Context: an optimization exercise on an open-source flow, tuned for small area, a short achievable clock period and few clock cycles per item. The choices shown serve that exercise and are no tape-out recipe.
Function was checked by simulation only, so behaviour that the tests miss may differ from the original.

**design/flow/run.sh**
```bash
#!/bin/bash
# synth_recipe.tcl (not shown) runs the flow's synth.tcl, then flattens the netlist and writes it again
# the make line also repeats each setting of config.mk as NAME=value (left out here)
make -C /OpenROAD-flow-scripts/flow DESIGN_CONFIG=/design/flow/config.mk WORK_HOME=/design/flow/orfs CLKGATE_MAP_FILE= SYNTH_SCRIPT=/design/flow/synth_recipe.tcl finish
```
**design/flow/constraint.sdc**
```tcl
create_clock -name core_clock -period 22.0 [get_ports {clk}]
set_input_delay 4.4000 -clock core_clock [delete_from_list [all_inputs] [get_ports {clk}]]
set_output_delay 4.4000 -clock core_clock [all_outputs]
set_load 0.01 [all_outputs]
```
**design/flow/design.v**
```verilog
module ustep_sine_rom (
    input  wire [7:0]  addr,
    output reg  [14:0] q,
    output reg  [7:0]  d
);
    always @(*) begin
        case (addr)
            8'd0: begin q = 15'd0; d = 8'd201; end
            8'd1: begin q = 15'd201; d = 8'd201; end
            8'd2: begin q = 15'd402; d = 8'd201; end
            8'd3: begin q = 15'd603; d = 8'd201; end
            8'd4: begin q = 15'd804; d = 8'd201; end
            8'd5: begin q = 15'd1005; d = 8'd201; end
            8'd6: begin q = 15'd1206; d = 8'd201; end
            8'd7: begin q = 15'd1407; d = 8'd201; end
            8'd8: begin q = 15'd1608; d = 8'd201; end
            8'd9: begin q = 15'd1809; d = 8'd200; end
            8'd10: begin q = 15'd2009; d = 8'd201; end
            8'd11: begin q = 15'd2210; d = 8'd200; end
            8'd12: begin q = 15'd2410; d = 8'd201; end
            8'd13: begin q = 15'd2611; d = 8'd200; end
            8'd14: begin q = 15'd2811; d = 8'd201; end
            8'd15: begin q = 15'd3012; d = 8'd200; end
            8'd16: begin q = 15'd3212; d = 8'd200; end
            8'd17: begin q = 15'd3412; d = 8'd200; end
            8'd18: begin q = 15'd3612; d = 8'd199; end
            8'd19: begin q = 15'd3811; d = 8'd200; end
            8'd20: begin q = 15'd4011; d = 8'd199; end
            8'd21: begin q = 15'd4210; d = 8'd200; end
            8'd22: begin q = 15'd4410; d = 8'd199; end
            8'd23: begin q = 15'd4609; d = 8'd199; end
            8'd24: begin q = 15'd4808; d = 8'd199; end
            8'd25: begin q = 15'd5007; d = 8'd198; end
            8'd26: begin q = 15'd5205; d = 8'd199; end
            8'd27: begin q = 15'd5404; d = 8'd198; end
            8'd28: begin q = 15'd5602; d = 8'd198; end
            8'd29: begin q = 15'd5800; d = 8'd198; end
            8'd30: begin q = 15'd5998; d = 8'd197; end
            8'd31: begin q = 15'd6195; d = 8'd198; end
            8'd32: begin q = 15'd6393; d = 8'd197; end
            8'd33: begin q = 15'd6590; d = 8'd196; end
            8'd34: begin q = 15'd6786; d = 8'd197; end
            8'd35: begin q = 15'd6983; d = 8'd196; end
            8'd36: begin q = 15'd7179; d = 8'd196; end
            8'd37: begin q = 15'd7375; d = 8'd196; end
            8'd38: begin q = 15'd7571; d = 8'd196; end
            8'd39: begin q = 15'd7767; d = 8'd195; end
            8'd40: begin q = 15'd7962; d = 8'd195; end
            8'd41: begin q = 15'd8157; d = 8'd194; end
            8'd42: begin q = 15'd8351; d = 8'd194; end
            8'd43: begin q = 15'd8545; d = 8'd194; end
            8'd44: begin q = 15'd8739; d = 8'd194; end
            8'd45: begin q = 15'd8933; d = 8'd193; end
            8'd46: begin q = 15'd9126; d = 8'd193; end
            8'd47: begin q = 15'd9319; d = 8'd193; end
            8'd48: begin q = 15'd9512; d = 8'd192; end
            8'd49: begin q = 15'd9704; d = 8'd192; end
            8'd50: begin q = 15'd9896; d = 8'd191; end
            8'd51: begin q = 15'd10087; d = 8'd191; end
            8'd52: begin q = 15'd10278; d = 8'd191; end
            8'd53: begin q = 15'd10469; d = 8'd190; end
            8'd54: begin q = 15'd10659; d = 8'd190; end
            8'd55: begin q = 15'd10849; d = 8'd190; end
            8'd56: begin q = 15'd11039; d = 8'd189; end
            8'd57: begin q = 15'd11228; d = 8'd189; end
            8'd58: begin q = 15'd11417; d = 8'd188; end
            8'd59: begin q = 15'd11605; d = 8'd188; end
            8'd60: begin q = 15'd11793; d = 8'd187; end
            8'd61: begin q = 15'd11980; d = 8'd187; end
            8'd62: begin q = 15'd12167; d = 8'd186; end
            8'd63: begin q = 15'd12353; d = 8'd186; end
            8'd64: begin q = 15'd12539; d = 8'd186; end
            8'd65: begin q = 15'd12725; d = 8'd185; end
            8'd66: begin q = 15'd12910; d = 8'd184; end
            8'd67: begin q = 15'd13094; d = 8'd185; end
            8'd68: begin q = 15'd13279; d = 8'd183; end
            8'd69: begin q = 15'd13462; d = 8'd183; end
            8'd70: begin q = 15'd13645; d = 8'd183; end
            8'd71: begin q = 15'd13828; d = 8'd182; end
            8'd72: begin q = 15'd14010; d = 8'd181; end
            8'd73: begin q = 15'd14191; d = 8'd181; end
            8'd74: begin q = 15'd14372; d = 8'd181; end
            8'd75: begin q = 15'd14553; d = 8'd179; end
            8'd76: begin q = 15'd14732; d = 8'd180; end
            8'd77: begin q = 15'd14912; d = 8'd178; end
            8'd78: begin q = 15'd15090; d = 8'd179; end
            8'd79: begin q = 15'd15269; d = 8'd177; end
            8'd80: begin q = 15'd15446; d = 8'd177; end
            8'd81: begin q = 15'd15623; d = 8'd177; end
            8'd82: begin q = 15'd15800; d = 8'd176; end
            8'd83: begin q = 15'd15976; d = 8'd175; end
            8'd84: begin q = 15'd16151; d = 8'd174; end
            8'd85: begin q = 15'd16325; d = 8'd174; end
            8'd86: begin q = 15'd16499; d = 8'd174; end
            8'd87: begin q = 15'd16673; d = 8'd173; end
            8'd88: begin q = 15'd16846; d = 8'd172; end
            8'd89: begin q = 15'd17018; d = 8'd171; end
            8'd90: begin q = 15'd17189; d = 8'd171; end
            8'd91: begin q = 15'd17360; d = 8'd170; end
            8'd92: begin q = 15'd17530; d = 8'd170; end
            8'd93: begin q = 15'd17700; d = 8'd169; end
            8'd94: begin q = 15'd17869; d = 8'd168; end
            8'd95: begin q = 15'd18037; d = 8'd167; end
            8'd96: begin q = 15'd18204; d = 8'd167; end
            8'd97: begin q = 15'd18371; d = 8'd166; end
            8'd98: begin q = 15'd18537; d = 8'd166; end
            8'd99: begin q = 15'd18703; d = 8'd165; end
            8'd100: begin q = 15'd18868; d = 8'd164; end
            8'd101: begin q = 15'd19032; d = 8'd163; end
            8'd102: begin q = 15'd19195; d = 8'd162; end
            8'd103: begin q = 15'd19357; d = 8'd162; end
            8'd104: begin q = 15'd19519; d = 8'd161; end
            8'd105: begin q = 15'd19680; d = 8'd161; end
            8'd106: begin q = 15'd19841; d = 8'd159; end
            8'd107: begin q = 15'd20000; d = 8'd159; end
            8'd108: begin q = 15'd20159; d = 8'd158; end
            8'd109: begin q = 15'd20317; d = 8'd158; end
            8'd110: begin q = 15'd20475; d = 8'd156; end
            8'd111: begin q = 15'd20631; d = 8'd156; end
            8'd112: begin q = 15'd20787; d = 8'd155; end
            8'd113: begin q = 15'd20942; d = 8'd154; end
            8'd114: begin q = 15'd21096; d = 8'd154; end
            8'd115: begin q = 15'd21250; d = 8'd153; end
            8'd116: begin q = 15'd21403; d = 8'd151; end
            8'd117: begin q = 15'd21554; d = 8'd151; end
            8'd118: begin q = 15'd21705; d = 8'd151; end
            8'd119: begin q = 15'd21856; d = 8'd149; end
            8'd120: begin q = 15'd22005; d = 8'd149; end
            8'd121: begin q = 15'd22154; d = 8'd147; end
            8'd122: begin q = 15'd22301; d = 8'd147; end
            8'd123: begin q = 15'd22448; d = 8'd146; end
            8'd124: begin q = 15'd22594; d = 8'd145; end
            8'd125: begin q = 15'd22739; d = 8'd145; end
            8'd126: begin q = 15'd22884; d = 8'd143; end
            8'd127: begin q = 15'd23027; d = 8'd143; end
            8'd128: begin q = 15'd23170; d = 8'd141; end
            8'd129: begin q = 15'd23311; d = 8'd141; end
            8'd130: begin q = 15'd23452; d = 8'd140; end
            8'd131: begin q = 15'd23592; d = 8'd139; end
            8'd132: begin q = 15'd23731; d = 8'd139; end
            8'd133: begin q = 15'd23870; d = 8'd137; end
            8'd134: begin q = 15'd24007; d = 8'd136; end
            8'd135: begin q = 15'd24143; d = 8'd136; end
            8'd136: begin q = 15'd24279; d = 8'd134; end
            8'd137: begin q = 15'd24413; d = 8'd134; end
            8'd138: begin q = 15'd24547; d = 8'd133; end
            8'd139: begin q = 15'd24680; d = 8'd131; end
            8'd140: begin q = 15'd24811; d = 8'd131; end
            8'd141: begin q = 15'd24942; d = 8'd130; end
            8'd142: begin q = 15'd25072; d = 8'd129; end
            8'd143: begin q = 15'd25201; d = 8'd128; end
            8'd144: begin q = 15'd25329; d = 8'd127; end
            8'd145: begin q = 15'd25456; d = 8'd126; end
            8'd146: begin q = 15'd25582; d = 8'd126; end
            8'd147: begin q = 15'd25708; d = 8'd124; end
            8'd148: begin q = 15'd25832; d = 8'd123; end
            8'd149: begin q = 15'd25955; d = 8'd122; end
            8'd150: begin q = 15'd26077; d = 8'd121; end
            8'd151: begin q = 15'd26198; d = 8'd121; end
            8'd152: begin q = 15'd26319; d = 8'd119; end
            8'd153: begin q = 15'd26438; d = 8'd118; end
            8'd154: begin q = 15'd26556; d = 8'd118; end
            8'd155: begin q = 15'd26674; d = 8'd116; end
            8'd156: begin q = 15'd26790; d = 8'd115; end
            8'd157: begin q = 15'd26905; d = 8'd114; end
            8'd158: begin q = 15'd27019; d = 8'd114; end
            8'd159: begin q = 15'd27133; d = 8'd112; end
            8'd160: begin q = 15'd27245; d = 8'd111; end
            8'd161: begin q = 15'd27356; d = 8'd110; end
            8'd162: begin q = 15'd27466; d = 8'd109; end
            8'd163: begin q = 15'd27575; d = 8'd108; end
            8'd164: begin q = 15'd27683; d = 8'd107; end
            8'd165: begin q = 15'd27790; d = 8'd106; end
            8'd166: begin q = 15'd27896; d = 8'd105; end
            8'd167: begin q = 15'd28001; d = 8'd104; end
            8'd168: begin q = 15'd28105; d = 8'd103; end
            8'd169: begin q = 15'd28208; d = 8'd102; end
            8'd170: begin q = 15'd28310; d = 8'd101; end
            8'd171: begin q = 15'd28411; d = 8'd99; end
            8'd172: begin q = 15'd28510; d = 8'd99; end
            8'd173: begin q = 15'd28609; d = 8'd97; end
            8'd174: begin q = 15'd28706; d = 8'd97; end
            8'd175: begin q = 15'd28803; d = 8'd95; end
            8'd176: begin q = 15'd28898; d = 8'd94; end
            8'd177: begin q = 15'd28992; d = 8'd93; end
            8'd178: begin q = 15'd29085; d = 8'd92; end
            8'd179: begin q = 15'd29177; d = 8'd91; end
            8'd180: begin q = 15'd29268; d = 8'd90; end
            8'd181: begin q = 15'd29358; d = 8'd89; end
            8'd182: begin q = 15'd29447; d = 8'd87; end
            8'd183: begin q = 15'd29534; d = 8'd87; end
            8'd184: begin q = 15'd29621; d = 8'd85; end
            8'd185: begin q = 15'd29706; d = 8'd85; end
            8'd186: begin q = 15'd29791; d = 8'd83; end
            8'd187: begin q = 15'd29874; d = 8'd82; end
            8'd188: begin q = 15'd29956; d = 8'd81; end
            8'd189: begin q = 15'd30037; d = 8'd80; end
            8'd190: begin q = 15'd30117; d = 8'd78; end
            8'd191: begin q = 15'd30195; d = 8'd78; end
            8'd192: begin q = 15'd30273; d = 8'd76; end
            8'd193: begin q = 15'd30349; d = 8'd75; end
            8'd194: begin q = 15'd30424; d = 8'd74; end
            8'd195: begin q = 15'd30498; d = 8'd73; end
            8'd196: begin q = 15'd30571; d = 8'd72; end
            8'd197: begin q = 15'd30643; d = 8'd71; end
            8'd198: begin q = 15'd30714; d = 8'd69; end
            8'd199: begin q = 15'd30783; d = 8'd69; end
            8'd200: begin q = 15'd30852; d = 8'd67; end
            8'd201: begin q = 15'd30919; d = 8'd66; end
            8'd202: begin q = 15'd30985; d = 8'd65; end
            8'd203: begin q = 15'd31050; d = 8'd63; end
            8'd204: begin q = 15'd31113; d = 8'd63; end
            8'd205: begin q = 15'd31176; d = 8'd61; end
            8'd206: begin q = 15'd31237; d = 8'd60; end
            8'd207: begin q = 15'd31297; d = 8'd59; end
            8'd208: begin q = 15'd31356; d = 8'd58; end
            8'd209: begin q = 15'd31414; d = 8'd56; end
            8'd210: begin q = 15'd31470; d = 8'd56; end
            8'd211: begin q = 15'd31526; d = 8'd54; end
            8'd212: begin q = 15'd31580; d = 8'd53; end
            8'd213: begin q = 15'd31633; d = 8'd52; end
            8'd214: begin q = 15'd31685; d = 8'd51; end
            8'd215: begin q = 15'd31736; d = 8'd49; end
            8'd216: begin q = 15'd31785; d = 8'd48; end
            8'd217: begin q = 15'd31833; d = 8'd47; end
            8'd218: begin q = 15'd31880; d = 8'd46; end
            8'd219: begin q = 15'd31926; d = 8'd45; end
            8'd220: begin q = 15'd31971; d = 8'd43; end
            8'd221: begin q = 15'd32014; d = 8'd43; end
            8'd222: begin q = 15'd32057; d = 8'd41; end
            8'd223: begin q = 15'd32098; d = 8'd39; end
            8'd224: begin q = 15'd32137; d = 8'd39; end
            8'd225: begin q = 15'd32176; d = 8'd37; end
            8'd226: begin q = 15'd32213; d = 8'd37; end
            8'd227: begin q = 15'd32250; d = 8'd35; end
            8'd228: begin q = 15'd32285; d = 8'd33; end
            8'd229: begin q = 15'd32318; d = 8'd33; end
            8'd230: begin q = 15'd32351; d = 8'd31; end
            8'd231: begin q = 15'd32382; d = 8'd30; end
            8'd232: begin q = 15'd32412; d = 8'd29; end
            8'd233: begin q = 15'd32441; d = 8'd28; end
            8'd234: begin q = 15'd32469; d = 8'd26; end
            8'd235: begin q = 15'd32495; d = 8'd26; end
            8'd236: begin q = 15'd32521; d = 8'd24; end
            8'd237: begin q = 15'd32545; d = 8'd22; end
            8'd238: begin q = 15'd32567; d = 8'd22; end
            8'd239: begin q = 15'd32589; d = 8'd20; end
            8'd240: begin q = 15'd32609; d = 8'd19; end
            8'd241: begin q = 15'd32628; d = 8'd18; end
            8'd242: begin q = 15'd32646; d = 8'd17; end
            8'd243: begin q = 15'd32663; d = 8'd15; end
            8'd244: begin q = 15'd32678; d = 8'd14; end
            8'd245: begin q = 15'd32692; d = 8'd13; end
            8'd246: begin q = 15'd32705; d = 8'd12; end
            8'd247: begin q = 15'd32717; d = 8'd11; end
            8'd248: begin q = 15'd32728; d = 8'd9; end
            8'd249: begin q = 15'd32737; d = 8'd8; end
            8'd250: begin q = 15'd32745; d = 8'd7; end
            8'd251: begin q = 15'd32752; d = 8'd5; end
            8'd252: begin q = 15'd32757; d = 8'd4; end
            8'd253: begin q = 15'd32761; d = 8'd4; end
            8'd254: begin q = 15'd32765; d = 8'd1; end
            8'd255: begin q = 15'd32766; d = 8'd1; end
            default: begin q = 15'd0; d = 8'd0; end
        endcase
    end
endmodule
module ustep_ref (
    input  wire               clk,
    input  wire               rst,
    input  wire               in_valid,
    output wire               in_ready,
    input  wire        [25:0] in_pos,         
    input  wire        [1:0]  in_target,      
    input  wire        [11:0] in_run,
    input  wire        [11:0] in_hold,
    input  wire        [11:0] in_boost,
    input  wire        [7:0]  in_slew,
    input  wire               in_reverse,
    input  wire        [9:0]  in_phase_ofs,
    output reg                out_valid,
    output reg  signed [15:0] out_iref1,
    output reg  signed [15:0] out_iref2,
    output reg         [11:0] out_scale
);
    assign in_ready = 1'b1;
    reg [11:0] target_scale;
    always @(*) begin
        case (in_target)
            2'd1:    target_scale = in_hold;
            2'd2:    target_scale = in_run;
            2'd3:    target_scale = (in_boost == 12'd0) ? in_run : in_boost;
            default: target_scale = 12'd0;
        endcase
    end
    wire        low_zero = (in_pos[11:0] == 12'd0);
    wire [13:0] pos_hi   = in_reverse ? ~in_pos[25:12] : in_pos[25:12];
    wire [13:0] phase    = pos_hi + {in_phase_ofs, 4'd0} + {13'd0, in_reverse & low_zero};
    reg        s0_valid;
    reg [13:0] s0_phase;
    reg [11:0] s0_tscale;
    reg        s0_off;
    reg [7:0]  s0_slew;
    always @(posedge clk) begin
        if (rst)
            s0_valid <= 1'b0;
        else
            s0_valid <= in_valid;
        s0_phase  <= phase;
        s0_tscale <= target_scale;
        s0_off    <= (in_target == 2'd0);
        s0_slew   <= in_slew;
    end
    reg        energised;
    reg [11:0] eff_scale;
    wire [12:0] eff_up   = {1'b0, eff_scale} + {5'd0, s0_slew};
    wire [12:0] eff_down = {1'b0, eff_scale} - {5'd0, s0_slew};
    reg [11:0] next_scale;
    always @(*) begin
        if (s0_off)
            next_scale = 12'd0;
        else if (!energised || s0_slew == 8'd0)
            next_scale = s0_tscale;
        else if (s0_tscale > eff_scale)
            next_scale = (eff_up >= {1'b0, s0_tscale}) ? s0_tscale : eff_up[11:0];
        else if (s0_tscale < eff_scale)
            next_scale = (eff_down[12] || eff_down[11:0] <= s0_tscale) ? s0_tscale
                                                                        : eff_down[11:0];
        else
            next_scale = eff_scale;
    end
    always @(posedge clk) begin
        if (rst) begin
            energised <= 1'b0;
            eff_scale <= 12'd0;
        end else if (s0_valid) begin
            energised <= !s0_off;
            eff_scale <= next_scale;
        end
    end
    wire [1:0] quad = s0_phase[13:12];
    wire [7:0] m1   = s0_phase[11:4] ^ {8{quad[0]}};
    wire [4:0] g0   = {1'b0, s0_phase[3:0]};
    wire [4:0] g1   = quad[0] ? 5'd16 - g0 : g0;
    wire [4:0] g2   = quad[0] ? g0 : 5'd16 - g0;
    wire [14:0] qa, qb;
    wire [7:0]  da, db;
    ustep_sine_rom rom_1 (.addr(m1),  .q(qa), .d(da));
    ustep_sine_rom rom_2 (.addr(~m1), .q(qb), .d(db));
    wire [14:0] u1 = qa + ((da * g1 + 13'd8) >> 4);
    wire [14:0] u2 = qb + ((db * g2 + 13'd8) >> 4);
    reg               s1_valid;
    reg [14:0]        s1_u1, s1_u2;
    reg               s1_n1, s1_n2;
    always @(posedge clk) begin
        if (rst)
            s1_valid <= 1'b0;
        else
            s1_valid <= s0_valid;
        s1_u1 <= u1;
        s1_u2 <= u2;
        s1_n1 <= quad[1];
        s1_n2 <= quad[1] ^ quad[0];
    end
    wire [15:0] i1, i2;
    ustep_scale scale_1 (.scale(eff_scale), .u(s1_u1), .neg(s1_n1), .iref(i1));
    ustep_scale scale_2 (.scale(eff_scale), .u(s1_u2), .neg(s1_n2), .iref(i2));
    always @(posedge clk) begin
        if (rst)
            out_valid <= 1'b0;
        else
            out_valid <= s1_valid;
        out_iref1 <= i1;
        out_iref2 <= i2;
        out_scale <= eff_scale;
    end
endmodule
module ustep_scale (
    input  wire [11:0] scale,
    input  wire [14:0] u,
    input  wire        neg,
    output wire [15:0] iref
);
    wire [26:0] p = scale * u + 27'd2048;
    wire [14:0] q = p[26:12];
    assign iref = neg ? -{1'b0, q} : {1'b0, q};
endmodule
```
**design/flow/config.mk**
```make
export PLATFORM = sky130hd
export DESIGN_NAME = ustep_ref
export DESIGN_NICKNAME = ustep_ref
export VERILOG_FILES = /design/flow/design.v
export SDC_FILE = /design/flow/constraint.sdc
export NUM_CORES = 4
export LEC_CHECK = 0
export CAP_MARGIN = 20
export CORE_MARGIN = 2
export CORE_UTILIZATION = 30
export SLEW_MARGIN = 20
export SYNTH_MEMORY_MAX_BITS = 65536
```
==> summary.txt <==
R2R Path End -> s1_u2[14]
Fmax -> 96.5 MHz
Transition time of the tightest slew-check pin -> 1320 ps
Top cells by area, synth -> fa_1, ha_1, dfxtp_1
H-Tree Depth -> 4
Max-cap violations -> 0
Global-route wire length before repair -> 276 mm
Aggregate global-route resource usage -> 0.350
Slowest cell delay on critical path -> 800 ps
Critical Path Start -> s0_phase[12]
Largest net degree at the start of global routing -> 114
Core ar. -> 107000 um^2
Worst relative slew slack -> 0.114
Unique cell type count in the Yosys netlist -> 102
Crit path max-delay cell type -> o21ai_0
Synth warnings -> 2
Final GP Congestion -> 1.11
Status -> complete, no violations
Routed vias -> 36650
Setup violators final -> 0
Worst reg2reg path startpoint -> s0_phase[12]
Routed length per instance -> 33.6 um
Critical path data arrival time -> 10740 ps
ANT nets after route -> 0
Vias in the first global route -> 35546
First drt pass iteration count -> 7
Placed wire-length estimate -> 147 mm
Register Area -> 2560 um^2
Critical path peak fanout -> 33
Syn Inst Count -> 4470
Via density -> 6.23
CP Class -> flip-flop to flip-flop
WL final -> 198 mm
Max Root-Sink Buffers -> 2
IO Count -> 132
Register clock-pin slew on the reported worst setup and hold paths -> 100 ps
Filler cells -> 11680
Post-synth ARST share -> 0
Most frequent CP cell -> o21ai_0
Full die area -> 111000 um^2
Worst-Skew Late Latency -> 530 ps
Num Clock Sinks -> 127
Chip width -> 333 um
Avg Synthesized Cell Area -> 7.26 um^2
Nets -> 5145
FF-to-FF path depth -> 33
Tmin final -> 10360 ps
Area taken by multi-input logic gates -> 26800 um^2
# DRC -> 0
Syn nets -> 5161
Initial antenna violation count -> 23
RSZ-0062 raised after global routing -> false
Setup slack, reg-to-reg -> 11640 ps
Fin. Hold Viols -> 0
Number of buffers created by CTS -> 17
Die height -> 333 um
Synth Register Bits -> 127
Setup tns final -> 0 ps
Post-layout util -> 0.337
Synthesis-to-layout area growth -> 11.5%
Count of pins over their slew limit -> 0
Crit end category -> flip-flop
Resize count post-CTS -> 0
Area leader, netlist -> fa_1
Cell with the most instances after synthesis -> nand2_1
Hold slack -> 444 ps
Period utilization -> 0.471
Drt initial violations -> 4458
Port Buffer Count -> 130
CP startpoint kind -> flip-flop
Mapped Area -> 32400 um^2
Worst Setup EP -> s1_u2[14]
Clock Skews -> 47.4 ps
Initial core utilization -> 0.303
Number of synthesized flops with an enable pin -> 0
Layout cells sized above 1 -> 0.0665
Sequential area share after synthesis -> 0.0784
Synth top area share -> 0.186
Commonest cells in the synthesized netlist -> nand2_1, inv_1, nor2_1, o21ai_0, a21oi_1
Post-CTS Hold Fix Bufs -> 0
CTS tree -> done
Row cnt -> 120
Global route total overflow -> 0
Top FF cell, synth -> dfxtp_1
Hold WC Path Type -> flip-flop to flip-flop
Root Driver -> clkbuf_16
Setup Fix Bufs, Post-CTS -> 0
CP required -> 22380 ps
[final cells by class]
type,instances,area share
multi-input cells,3517,0.741
diodes,12,0.000831
clock inverters,15,0.00419
inverters,495,0.0515
flip-flops and latches,127,0.0707
clock buffers,17,0.0118
well taps,1403,0.0486
repair buffers,296,0.0714
[per-layer routing]
metal | vias up | GRT usage | wire [um]
li1 | 15452 | - | -
met1 | 18051 | 0.418 | 76200
met2 | 2387 | 0.519 | 83300
met3 | 746 | 0.115 | 20800
met4 | 14 | 0.263 | 17500
met5 | - | 0 | 96
[worst min-delay path by stage]
stage / depth (start not counted) / startpoint / end / slack (ps)
global placement: 1 / s1_valid / out_valid / 420
CTS: 1 / s1_valid / out_valid / 450
detailed placement: 1 / s1_valid / out_valid / 430
finish: 1 / s1_valid / out_valid / 440
global route: 1 / s1_valid / out_valid / 460
floorplan: 0 / eff_scale[10] / out_scale[10] / 330
[per-stage QoR]
stage | area [um^2] | setup slack [ps] | instances
global route | 36100 | 11280 | 5874
global placement | 35500 | 12220 | 5835
finish | 36200 | 11640 | 5882
CTS | 36000 | 12020 | 5867
detailed placement | 35500 | 12070 | 5835
floorplan | 32400 | 13690 | 4470
[critical path, delay by kind of cell, from the launching register on]
family	cells	cell delay (ps)
flops	1	680
xor+xnor	3	470
simple gates	4	1230
compound gates	14	3310
buf+inv	6	2060
fa+ha+maj	6	2410
[sequential cells by signal, indices dropped and copies added (netlist names), 8 cells and up]
name       count
s0_tscale     12
out_iref1     16
s0_phase      14
out_iref2     16
s0_slew        8
eff_scale     12
s1_u2         15
s1_u1         15
out_scale     12
[cell families (layout without fill, tap and decap cells)]
| logic type | count (synthesis) | count (layout) | share of synthesized area |
|---|---|---|---|
| AND/OR/NAND/NOR | 1397 | 1397 | 0.201 |
| AO/OA/AOI/OAI | 1336 | 1336 | 0.265 |
| buffers and inverters | 826 | 823 | 0.101 |
| adder cells (fa/ha/maj) | 605 | 605 | 0.303 |
| XOR/XNOR | 148 | 148 | 0.0417 |
| flip-flops | 127 | 127 | 0.0784 |
| multiplexers | 30 | 30 | 0.00988 |
| other | 1 | 13 | 0.000116 |
[placed cells by master, fill, tap and decap left out, drive strengths merged, types with 49 or more instances in the layout]
cell type	n
o21ai	339
a21oi	311
dfxtp	127
nand2	521
inv	502
o22ai	75
nor3	74
nor2b	49
buf	165
ha	303
nand3	68
fa	302
clkdlybuf4s50	130
xor2	59
nor2	349
nand2b	56
and2	144
a31oi	91
xnor2	89
Testbench counts, summed over its fixed seeds: cycles 24,024, items 24,000.

port drivers added, routing unchanged:
How much do the figures lean on ideal ports? The routed layout below was timed once more, with nothing changed but the port constraints.
Step 1, drivers: a clkbuf_16 drives clk and a buf_2 each remaining input, both assumed.
Step 2, shift: input delay + t, output delay - t, t = (earliest + latest rising clock arrival at the registers) / 2. This alone moves slack from input paths to output paths.
Slacks: ideal / step 1 / step 2; pairs: ideal / step 1.
t, ns: 0.584
setup WS [ns]: 11.638 / 11.638 / 11.638
cell pins on the clock port's net: 1
After both steps this run still meets setup and hold. The setup slack of this run moves by 0.000 ns with the drivers and by 0.000 ns with both steps.
